Source: an optimization exercise on an open RTL-to-GDS flow (aim: small area and a short achievable clock period). Production flows keep margins and buffers that such runs may drop.
In this exercise RTL edits were held to simulation tests only and were not proved equivalent to the original.
The flow treats the clock pin as an ideal source. Dropping or thinning the clock tree relies on that and would not hold on a real chip.

Design chk_unit, start of the top module:
module chk_unit (
    input  wire        clk,
    input  wire        rst,
    input  wire        in_valid,
    input  wire        in_first,
    input  wire        in_last,
    input  wire [2:0]  in_code,
    input  wire [63:0] in_data,
    input  wire [3:0]  in_nbytes,
    input  wire [2:0]  in_tail,
    output wire        out_valid,
    output wire [31:0] out_value
);
export LEC_CHECK = 0
export CAP_MARGIN = 20
export CORE_MARGIN = 4
export CORE_UTILIZATION = 60
export GPL_TIMING_DRIVEN = 0
export SLEW_MARGIN = 20
export SYNTH_HIERARCHICAL = 1
create_clock -name core_clock -period 40.0 [get_ports {clk}]
standard.sh (not shown) runs the stock make flow with config.mk's settings and CLKGATE_MAP_FILE= SYNTH_SCRIPT=/design/flow/synth_recipe.tcl, a recipe that flattens the netlist after the stock synthesis.
==> flow/flow/run.sh <==
#!/bin/bash
# Standard synthesis and placement (port buffers of buf_1 cells), then
# flow/cts.tcl: a one-level clock tree, buf_2 output port buffers and
# dfxtp_2 for the flip-flops behind them; then the standard routing and finish.
set -euo pipefail
export BUFFER_PORTS_ARGS="-buffer_cell sky130_fd_sc_hd__buf_1"
bash standard.sh synth > synth.log 2>&1
bash standard.sh place > place.log 2>&1
RES=$PWD/orfs/results/sky130hd/chk_unit/base
RES=$RES CTS_NBUF=4 CTS_CELL=sky130_fd_sc_hd__clkbuf_16 OUT_BUF_CELL=sky130_fd_sc_hd__buf_2 OUT_FF_CELL=sky130_fd_sc_hd__dfxtp_2 openroad -no_init -exit flow/cts.tcl > cts.log 2>&1
cp $RES/4_1_cts.odb $RES/4_cts.odb
bash standard.sh > layout.log 2>&1
Other scripts of this flow, unchanged in this note and not shown: flow/flow/cts.tcl
The starting point passed the timing, design-rule and antenna checks.
Edit:
- CORE_MARGIN: 4 -> 2
- CORE_UTILIZATION: 60 -> 40
Global-route usage decreases by 7.4 points.
Core utilization fell by 22 points.
Maximum frequency decreases by 0.82%.
Clock skew grows by 0.014 ns.
Cell count rose by 8.3%.
Wire length goes up by 14%.
Register-to-register slack gets worse by 0.08 ns.
In every run of this note, the design's own scripts or RTL, not TritonCTS, make the clock network.

* * *

chk_unit, a different RTL version from the one above (not shown whole).
Size in the first run: ~1700 cells after synthesis, about 130 flip-flops, roughly 110 I/O pins, about 14000 um2 of cells after synthesis.
clock: 40.0 ns
lec_check: 0
cap_margin: 20
core_margin: 4
core_utilization: 66
gpl_timing_driven: 0
slew_margin: 20
synth_hierarchical: 1
==> flow/flow/run.sh <==
#!/bin/bash
# Standard synthesis and placement (port buffers of buf_1 cells), then
# flow/cts.tcl: a two-level clock tree, buf_2 output port buffers and
# dfxtp_2 for the flip-flops behind them; then the standard routing and finish.
set -euo pipefail
export BUFFER_PORTS_ARGS="-buffer_cell sky130_fd_sc_hd__buf_1"
bash standard.sh synth > synth.log 2>&1
bash standard.sh place > place.log 2>&1
RES=$PWD/orfs/results/sky130hd/chk_unit/base
RES=$RES CTS_CELL=sky130_fd_sc_hd__clkbuf_16 CTS_NBUF=4 CTS_SUB=3 CTS_SUB_CELL=sky130_fd_sc_hd__clkbuf_8 OUT_BUF_CELL=sky130_fd_sc_hd__buf_2 OUT_FF_CELL=sky130_fd_sc_hd__dfxtp_2 FANOUT_FF_CELL=sky130_fd_sc_hd__dfxtp_4 FANOUT_FF_MIN=12 IN_BUF_CELL=sky130_fd_sc_hd__buf_2 IN_BUF_MIN=3 openroad -no_init -exit flow/cts.tcl > cts.log 2>&1
cp $RES/4_1_cts.odb $RES/4_cts.odb
bash standard.sh > layout.log 2>&1
==> flow/flow/cts.tcl <==
# Clock tree: the clock port drives a few clkbuf_16, each driving one cluster
# of flip-flops (k-means on their placed positions); then legalize.
set res $::env(RES)
set plat $::env(FLOW_HOME)/platforms/sky130hd
read_lef $plat/lef/sky130_fd_sc_hd.tlef
read_lef $plat/lef/sky130_fd_sc_hd_merged.lef
read_liberty $plat/lib/sky130_fd_sc_hd__tt_025C_1v80.lib
read_db $res/3_place.odb
read_sdc $res/3_place.sdc
source $plat/setRC.tcl
set nclu $::env(CTS_NBUF)
set block [ord::get_db_block]
set db [ord::get_db]
set clk [$block findNet clk]
set sinks {}
foreach it [$clk getITerms] { lappend sinks $it }
set n [llength $sinks]
puts "clock sinks: $n, clusters: $nclu"
# balanced k-means on points (xs, ys): returns list of cluster ids
proc kmeans {xs ys nclu} {
  set n [llength $xs]
  set order [lsort -real -indices $xs]
  set cx {}; set cy {}
  for {set k 0} {$k < $nclu} {incr k} {
    set i [lindex $order [expr {int(($k+0.5)*$n/$nclu)}]]
    lappend cx [lindex $xs $i]; lappend cy [lindex $ys $i]
  }
  set cap [expr {int(ceil(double($n)/$nclu))+2}]
  set asg [lrepeat $n 0]
  for {set iter 0} {$iter < 50} {incr iter} {
    set pairs {}
    for {set i 0} {$i < $n} {incr i} {
      for {set k 0} {$k < $nclu} {incr k} {
        set d [expr {abs([lindex $xs $i]-[lindex $cx $k]) + abs([lindex $ys $i]-[lindex $cy $k])}]
        lappend pairs [list $d $i $k]
      }
    }
    set pairs [lsort -real -index 0 $pairs]
    set asg [lrepeat $n -1]; set cnt [lrepeat $nclu 0]
    foreach p $pairs {
      lassign $p d i k
      if {[lindex $asg $i] >= 0} continue
      if {[lindex $cnt $k] >= $cap} continue
      lset asg $i $k; lset cnt $k [expr {[lindex $cnt $k]+1}]
    }
    set sx [lrepeat $nclu 0.0]; set sy [lrepeat $nclu 0.0]
    for {set i 0} {$i < $n} {incr i} {
      set k [lindex $asg $i]
      lset sx $k [expr {[lindex $sx $k]+[lindex $xs $i]}]
      lset sy $k [expr {[lindex $sy $k]+[lindex $ys $i]}]
    }
    for {set k 0} {$k < $nclu} {incr k} {
      if {[lindex $cnt $k] > 0} {
        lset cx $k [expr {[lindex $sx $k]/[lindex $cnt $k]}]
        lset cy $k [expr {[lindex $sy $k]/[lindex $cnt $k]}]
      }
    }
  }
  return [list $asg $cx $cy]
}
set xs {}; set ys {}
foreach it $sinks {
  set b [[$it getInst] getBBox]
  lappend xs [expr {([$b xMin]+[$b xMax])/2.0}]
  lappend ys [expr {([$b yMin]+[$b yMax])/2.0}]
}
lassign [kmeans $xs $ys $nclu] asg cx cy
set master [$db findMaster $::env(CTS_CELL)]
set w [$master getWidth]; set h [$master getHeight]
set nsub [expr {[info exists ::env(CTS_SUB)] ? $::env(CTS_SUB) : 1}]
proc mkbuf {name x y in {mname ""}} {
  global block master w h db
  set m $master
  if {$mname ne ""} { set m [$db findMaster $mname] }
  set w [$m getWidth]; set h [$m getHeight]
  set inst [odb::dbInst_create $block $m $name]
  $inst setLocation [expr {int($x - $w/2)}] [expr {int($y - $h/2)}]
  $inst setPlacementStatus PLACED
  set net [odb::dbNet_create $block "${name}_net"]
  $net setSigType CLOCK
  [$inst findITerm A] connect $in
  [$inst findITerm X] connect $net
  return $net
}
for {set k 0} {$k < $nclu} {incr k} {
  set idx {}
  for {set i 0} {$i < $n} {incr i} { if {[lindex $asg $i] == $k} { lappend idx $i } }
  if {$nsub <= 1} {
    set net [mkbuf "cts_buf_$k" [lindex $cx $k] [lindex $cy $k] $clk]
    foreach i $idx { set it [lindex $sinks $i]; $it disconnect; $it connect $net }
  } else {
    set sx {}; set sy {}
    foreach i $idx { lappend sx [lindex $xs $i]; lappend sy [lindex $ys $i] }
    lassign [kmeans $sx $sy $nsub] sasg scx scy
    # first-level buffer at the middle of its sub-cluster buffers
    set mx 0.0; set my 0.0
    for {set m 0} {$m < $nsub} {incr m} { set mx [expr {$mx+[lindex $scx $m]/$nsub}]; set my [expr {$my+[lindex $scy $m]/$nsub}] }
    set top [mkbuf "cts_buf_$k" $mx $my $clk]
    for {set m 0} {$m < $nsub} {incr m} {
      set net [mkbuf "cts_buf_${k}_$m" [lindex $scx $m] [lindex $scy $m] $top $::env(CTS_SUB_CELL)]
      for {set j 0} {$j < [llength $idx]} {incr j} {
        if {[lindex $sasg $j] == $m} { set it [lindex $sinks [lindex $idx $j]]; $it disconnect; $it connect $net }
      }
    }
  }
}
# optional: other cells for the output port buffers and for the flip-flops
# that drive them
foreach port [get_ports out_*] {
  set net [$block findNet [get_full_name $port]]
  foreach it [$net getITerms] {
    if {![$it isOutputSignal]} continue
    set buf [$it getInst]
    if {[info exists ::env(OUT_BUF_CELL)] && $::env(OUT_BUF_CELL) ne ""} {
      replace_cell [$buf getName] $::env(OUT_BUF_CELL)
    }
    set in [[$buf findITerm A] getNet]
    foreach it2 [$in getITerms] {
      if {![$it2 isOutputSignal]} continue
      set drv [$it2 getInst]
      if {[info exists ::env(OUT_FF_CELL)] && $::env(OUT_FF_CELL) ne ""
          && [string match "sky130_fd_sc_hd__dfxtp_*" [[$drv getMaster] getName]]} {
        replace_cell [$drv getName] $::env(OUT_FF_CELL)
      }
    }
  }
}
# optional: stronger flip-flops where one drives many loads, and stronger
# input port buffers where one drives several loads
if {[info exists ::env(FANOUT_FF_CELL)] && $::env(FANOUT_FF_CELL) ne ""} {
  foreach inst [$block getInsts] {
    if {![string match "sky130_fd_sc_hd__dfxtp_*" [[$inst getMaster] getName]]} continue
    set q [$inst findITerm Q]
    set net [$q getNet]
    if {$net eq "NULL"} continue
    if {[llength [$net getITerms]] - 1 >= $::env(FANOUT_FF_MIN)} { replace_cell [$inst getName] $::env(FANOUT_FF_CELL) }
  }
}
if {[info exists ::env(IN_BUF_CELL)] && $::env(IN_BUF_CELL) ne ""} {
  foreach port [get_ports in_*] {
    set net [$block findNet [get_full_name $port]]
    foreach it [$net getITerms] {
      set buf [$it getInst]
      set out [[$buf findITerm X] getNet]
      if {[llength [$out getITerms]] - 1 >= $::env(IN_BUF_MIN)} { replace_cell [$buf getName] $::env(IN_BUF_CELL) }
    }
  }
}
detailed_placement
check_placement -verbose
set_propagated_clock [all_clocks]
estimate_parasitics -placement
report_clock_skew
set mx 0
foreach p [all_registers -clock_pins] { set v [get_property $p slew_max]; if {$v > $mx} { set mx $v } }
puts "max clock pin slew (placement estimate): $mx"
report_check_types -max_slew -violators
report_checks -path_delay max -digits 3
write_db $res/4_1_cts.odb
write_sdc $res/4_cts.sdc
The starting point ran to the end with no violations.
Edit:
--- a/flow/flow/run.sh
+++ b/flow/flow/run.sh
@@ -10 +10 @@
-RES=$RES CTS_CELL=sky130_fd_sc_hd__clkbuf_16 CTS_NBUF=4 CTS_SUB=3 CTS_SUB_CELL=sky130_fd_sc_hd__clkbuf_8 OUT_BUF_CELL=sky130_fd_sc_hd__buf_2 OUT_FF_CELL=sky130_fd_sc_hd__dfxtp_2 FANOUT_FF_CELL=sky130_fd_sc_hd__dfxtp_4 FANOUT_FF_MIN=12 IN_BUF_CELL=sky130_fd_sc_hd__buf_2 IN_BUF_MIN=3 openroad -no_init -exit flow/cts.tcl > cts.log 2>&1
+RES=$RES CTS_CELL=sky130_fd_sc_hd__clkbuf_8 OUT_BUF_CELL=sky130_fd_sc_hd__buf_2 FANOUT_FF_CELL=sky130_fd_sc_hd__dfxtp_4 FANOUT_FF_MIN=12 IN_BUF_CELL=sky130_fd_sc_hd__buf_2 IN_BUF_MIN=3 CTS_NBUF=4 CTS_SUB=2 CTS_SUB_CELL=sky130_fd_sc_hd__clkbuf_16 OUT_FF_CELL=sky130_fd_sc_hd__dfxtp_2 openroad -no_init -exit flow/cts.tcl > cts.log 2>&1
- CAP_MARGIN: 20 -> 10
- SLEW_MARGIN: 20 -> 10
The new run finished but fails on max-capacitance violations, max-slew violations; worst hold slack gains 36 ps; utilization fell by 0.66 points; setup slack gains 17 ps; via count fell by 0.59%.
Edit:
--- a/flow/flow/run.sh
+++ b/flow/flow/run.sh
@@ -10 +10 @@
-RES=$RES CTS_CELL=sky130_fd_sc_hd__clkbuf_8 OUT_BUF_CELL=sky130_fd_sc_hd__buf_2 FANOUT_FF_CELL=sky130_fd_sc_hd__dfxtp_4 FANOUT_FF_MIN=12 IN_BUF_CELL=sky130_fd_sc_hd__buf_2 IN_BUF_MIN=3 CTS_NBUF=4 CTS_SUB=2 CTS_SUB_CELL=sky130_fd_sc_hd__clkbuf_16 OUT_FF_CELL=sky130_fd_sc_hd__dfxtp_2 openroad -no_init -exit flow/cts.tcl > cts.log 2>&1
+RES=$RES CTS_CELL=sky130_fd_sc_hd__clkbuf_8 CTS_NBUF=4 CTS_SUB=2 CTS_SUB_CELL=sky130_fd_sc_hd__clkbuf_16 OUT_BUF_CELL=sky130_fd_sc_hd__buf_2 OUT_FF_CELL=sky130_fd_sc_hd__dfxtp_2 FANOUT_FF_CELL=sky130_fd_sc_hd__dfxtp_4 FANOUT_FF_MIN=12 IN_BUF_CELL=sky130_fd_sc_hd__buf_2 IN_BUF_MIN=3 openroad -no_init -exit flow/cts.tcl > cts.log 2>&1
- CAP_MARGIN: 10 -> 20
- CORE_UTILIZATION: 66 -> 60
- SLEW_MARGIN: 10 -> 20
Now the flow passed the timing, design-rule and antenna checks; via count shrinks by 1.7%; flip-flop and latch count does not change; register-to-register slack gains 30 ps; cell count grows by 2.1%; wire length grows by 2.6%; cell area grows by 1.3%; global-route usage shrinks by 2.7 points.
Edit:
--- a/flow/flow/run.sh
+++ b/flow/flow/run.sh
@@ -10 +10 @@
-RES=$RES CTS_CELL=sky130_fd_sc_hd__clkbuf_8 CTS_NBUF=4 CTS_SUB=2 CTS_SUB_CELL=sky130_fd_sc_hd__clkbuf_16 OUT_BUF_CELL=sky130_fd_sc_hd__buf_2 OUT_FF_CELL=sky130_fd_sc_hd__dfxtp_2 FANOUT_FF_CELL=sky130_fd_sc_hd__dfxtp_4 FANOUT_FF_MIN=12 IN_BUF_CELL=sky130_fd_sc_hd__buf_2 IN_BUF_MIN=3 openroad -no_init -exit flow/cts.tcl > cts.log 2>&1
+RES=$RES CTS_CELL=sky130_fd_sc_hd__clkbuf_8 CTS_NBUF=4 CTS_SUB=3 CTS_SUB_CELL=sky130_fd_sc_hd__clkbuf_8 OUT_BUF_CELL=sky130_fd_sc_hd__buf_2 OUT_FF_CELL=sky130_fd_sc_hd__dfxtp_2 FANOUT_FF_CELL=sky130_fd_sc_hd__dfxtp_4 FANOUT_FF_MIN=12 IN_BUF_CELL=sky130_fd_sc_hd__buf_2 IN_BUF_MIN=3 openroad -no_init -exit flow/cts.tcl > cts.log 2>&1
- CORE_UTILIZATION: 60 -> 72
After rerunning: Sequential cell count does not change; register-to-register slack degrades by 220 ps; routed wire length drops by a few percent.
Edit:
--- a/flow/flow/run.sh
+++ b/flow/flow/run.sh
@@ -10 +10 @@
-RES=$RES CTS_CELL=sky130_fd_sc_hd__clkbuf_8 CTS_NBUF=4 CTS_SUB=3 CTS_SUB_CELL=sky130_fd_sc_hd__clkbuf_8 OUT_BUF_CELL=sky130_fd_sc_hd__buf_2 OUT_FF_CELL=sky130_fd_sc_hd__dfxtp_2 FANOUT_FF_CELL=sky130_fd_sc_hd__dfxtp_4 FANOUT_FF_MIN=12 IN_BUF_CELL=sky130_fd_sc_hd__buf_2 IN_BUF_MIN=3 openroad -no_init -exit flow/cts.tcl > cts.log 2>&1
+RES=$RES CTS_CELL=sky130_fd_sc_hd__clkbuf_8 CTS_NBUF=4 CTS_SUB=2 CTS_SUB_CELL=sky130_fd_sc_hd__clkbuf_16 OUT_BUF_CELL=sky130_fd_sc_hd__buf_2 OUT_FF_CELL=sky130_fd_sc_hd__dfxtp_2 FANOUT_FF_CELL=sky130_fd_sc_hd__dfxtp_4 FANOUT_FF_MIN=12 IN_BUF_CELL=sky130_fd_sc_hd__buf_2 IN_BUF_MIN=3 openroad -no_init -exit flow/cts.tcl > cts.log 2>&1
- CORE_UTILIZATION: 72 -> 66
- wire length stays flat
- utilization went down by 7.6 points
- flip-flop and latch count does not change
- cell area is about the same
- critical path depth is unchanged
- area after synthesis does not change
- via count went down by 3.9%
- hold slack is worse by 57 ps
- final cell count went up by 0.38%
- fmax went up by 0.59%
No run of this note takes its clock network from TritonCTS; it comes from the design's own scripts or RTL.

==> static timing again, ports no longer ideal <==
In the flow no input, the clock included, has a driving cell. The finished layouts below were timed again as built, in two steps. Step 1 sets driving cells, clkbuf_16 on the clock port and buf_2 on the other inputs (assumed; they add their load-dependent delay and slew). Step 2 also shifts input and output timing later by t, the mid clock arrival at the registers, as if the neighbouring blocks saw the same clock. Three values: ideal, step 1, step 2; two values: the first two.
run | shift t [ns] | setup slack, ns | worst hold slack (ns) | worst setup path after step 2 | slew at the worst register clock pin (ns)
the first run of note 1 | 0.297 | 30.667 / 30.667 / 30.667 | 0.508 / 0.508 / 0.508 | register to register | 0.11 / 0.11
the second run of note 1 | 0.265 | 30.590 / 30.589 / 30.589 | 0.503 / 0.503 / 0.503 | register to register | 0.12 / 0.12
the first run of note 2 | 0.385 | 31.217 / 31.106 / 31.163 | 0.612 / 0.612 / 0.612 | input to register | 0.09 / 0.09
the second run of note 2 | 0.399 | 31.234 / 31.117 / 31.140 | 0.649 / 0.649 / 0.649 | input to register | 0.08 / 0.08
the third run of note 2 | 0.413 | 31.229 / 31.098 / 31.046 | 0.642 / 0.642 / 0.642 | input to register | 0.08 / 0.08
the fourth run of note 2 | 0.371 | 31.187 / 31.101 / 31.132 | 0.679 / 0.679 / 0.679 | input to register | 0.09 / 0.09
the fifth run of note 2 | 0.396 | 31.239 / 31.125 / 31.188 | 0.622 / 0.622 / 0.622 | input to register | 0.08 / 0.08
The setup slack of the third run of note 2, which loses most, moves by -0.131 ns with the drivers and by -0.183 ns with both steps.
